This design comes from an exercise in tuning for small area and a short achievable clock period on the open sky130 flow, not from production work.

==> run P <==
Design lane_fma, start of the top module:
module lane_fma (
    input  wire        clk,
    input  wire        rst,
    input  wire        in_valid,
    input  wire [2:0]  in_op,
    input  wire [1:0]  in_mod,
    input  wire [31:0] in_a,
    input  wire [31:0] in_b,
    input  wire [31:0] in_c,
    output reg         out_valid,
    output reg  [31:0] out_res,
    output reg         out_clamp,
    output reg         out_bad
);
export LEC_CHECK = 0
export CAP_MARGIN = 20
export CORE_MARGIN = 2
export CORE_UTILIZATION = 60
export SLEW_MARGIN = 20
create_clock -name core_clock -period 11.0 [get_ports {clk}]
standard.sh (not shown) runs the stock make flow with config.mk's settings and CLKGATE_MAP_FILE= SYNTH_SCRIPT=/design/flow/synth_recipe.tcl, a recipe that flattens the netlist after the stock synthesis.
==> flow/flow/run.sh <==
#!/bin/bash
# The standard layout (standard.sh, unchanged synthesis), with two
# settings outside config.mk's list: timing repair aims for 6.5 ns of setup
# slack, and the port buffers are buf_1 cells. make's full output goes to
# standard.log; each ORFS step logs under orfs/logs/.
export SETUP_SLACK_MARGIN=6.5
export BUFFER_PORTS_ARGS="-buffer_cell sky130_fd_sc_hd__buf_1"
bash standard.sh > standard.log 2>&1
==> run B: changes against run P <==
--- a/flow/design.v
+++ b/flow/design.v
@@ -2281,17 +2281,17 @@
     wire lz_c13_0 = lz_z9 ? lz_z10 : lz_z7;
     wire lz_c13_1 = lz_z9 ? lz_c12_0 : lz_c9_0;
     wire lz_z14 = lz_z6 & lz_z13;
     wire lz_c14_0 = lz_z6 ? lz_z9 : lz_z2;
     wire lz_c14_1 = lz_z6 ? lz_c13_0 : lz_c6_0;
     wire lz_c14_2 = lz_z6 ? lz_c13_1 : lz_c6_1;
     wire       lzero = lz_z14;
     wire [3:0] lzc = {lz_z6, lz_c14_0, lz_c14_1, lz_c14_2};
-    wire [76:0] mag_ps = mag;
+    wire [76:0] mag_ps = mag << {lz_z6, 6'd0};
     reg        r3_valid;
     reg [1:0]  r3_mod;
     reg        r3_sp_hit, r3_sp_bad, r3_sp_inf, r3_sp_sgn;
     reg        r3_sign, r3_zero;
     reg [76:0] r3_mag;
     reg        r3_stl;
     reg [3:0]  r3_lz;
     reg signed [10:0] r3_e76;
@@ -2305,28 +2305,28 @@
         r3_sp_sgn <= r2_sp_sgn;
         r3_sign   <= r2_psign ^ sneg;
         r3_zero   <= lzero;
         r3_mag    <= mag_ps[76:0];
         r3_stl    <= 1'b0;
         r3_lz     <= lzc;
         r3_e76    <= r2_e76;
     end
-    wire [76:0] nrm4 = r3_mag << {r3_lz[3:0], 3'b000};
+    wire [76:0] nrm4 = r3_mag << {r3_lz[2:0], 3'b000};
     wire [2:0]  f    = nrm4[76] ? 3'd0 : nrm4[75] ? 3'd1 : nrm4[74] ? 3'd2 : nrm4[73] ? 3'd3 : nrm4[72] ? 3'd4 : nrm4[71] ? 3'd5 : nrm4[70] ? 3'd6 : 3'd7;
     wire [76:0] norm = nrm4 << f;
     wire [23:0] mant = norm[76:53];
     wire        rbit = norm[52];
     reg         stc;
     integer     k;
     always @(*) begin
         stc = 1'b0;
         stc = r3_stl;
         for (k = 0; k < 45; k = k + 1)
-            if ({1'b0, r3_lz[3:0], 3'b000} < 8'd45 - k[7:0]) stc = stc | r3_mag[k];
+            if ({1'b0, r3_lz[2:0], 3'b000} < 8'd45 - k[7:0]) stc = stc | r3_mag[k];
     end
     wire sticky = stc | (nrm4[51] && f <= 3'd0) | (nrm4[50] && f <= 3'd1) | (nrm4[49] && f <= 3'd2) | (nrm4[48] && f <= 3'd3) | (nrm4[47] && f <= 3'd4) | (nrm4[46] && f <= 3'd5) | (nrm4[45] && f <= 3'd6);
     wire signed [10:0] ec   = r3_e76 - $signed({4'b0000, r3_lz, 3'b000});
     wire signed [10:0] epre = ec - $signed({8'd0, f});
     wire        rup  = rbit && (sticky || mant[0]);
     wire        mall = &mant;
     wire        mcy  = mall && rup;                  
     wire [22:0] frac = mant[22:0] + {22'd0, rup};    
==> flow/flow/run.sh (replaced) <==
#!/bin/bash
# The standard layout (standard.sh, unchanged synthesis), with two
# settings outside config.mk's list: timing repair aims for 6 ns of setup
# slack, and the port buffers are buf_1 cells. make's full output goes to
# standard.log; each ORFS step logs under orfs/logs/.
export SETUP_SLACK_MARGIN=6
export BUFFER_PORTS_ARGS="-buffer_cell sky130_fd_sc_hd__buf_1"
bash standard.sh > standard.log 2>&1
==> comparison <==
- Run B finished clean. Run P completed with no timing, DRC or antenna violations.
- In sequential cell count, run P and run B do not differ.
- Of run B and run P, run P has the higher register-to-register slack (gap 0.43 ns).
- Between run P and run B, the lower area after synthesis is in run B (gap 0.81%, measured against run B).
- Between run B and run P, the lower setup slack is in run B (gap 0.43 ns).
- In run P the utilization is higher than in run B, by 3.2 points.
- In run P the cell area is larger than in run B, by about 5%.
- Between run B and run P, the lower critical path depth is in run P (gap 1).
- Against run B, the die area of run P is larger by about 0.8%.
- Against run B, the maximum frequency of run P is higher by 9.2%.
Function was not checked in any run of this note: the RTL went through the layout flow alone.

[static timing again, ports no longer ideal]
No port has a modelled driver above. Below, the same layouts with a new extraction and two added sets of constraints.
Step 1 sets driving cells, clkbuf_16 on the clock port and buf_2 on the other inputs (assumed; they add their load-dependent delay and slew).
Step 2 moves the port delays by t, midway between the first and last clock arrival at a register: inputs arrive t later, outputs are due t later. That takes back most of the time a late clock gives input paths.
Three values: ideal, step 1, step 2; two values: the first two.
run	shift t [ns]	setup WS [ns]	latest minus earliest clock arrival (ns)	worst register clock-pin slew, ns	pins driven straight from the clock port
run P	0.685	6.348 / 6.348 / 5.711	0.050 / 0.050	0.07 / 0.07	1
run B	0.665	5.918 / 5.918 / 5.609	0.030 / 0.030	0.08 / 0.08	1
After both steps setup and hold are still met in every run listed. For run P, which loses most, drivers alone change the setup slack by 0.000 ns; drivers and shift together by -0.637 ns.
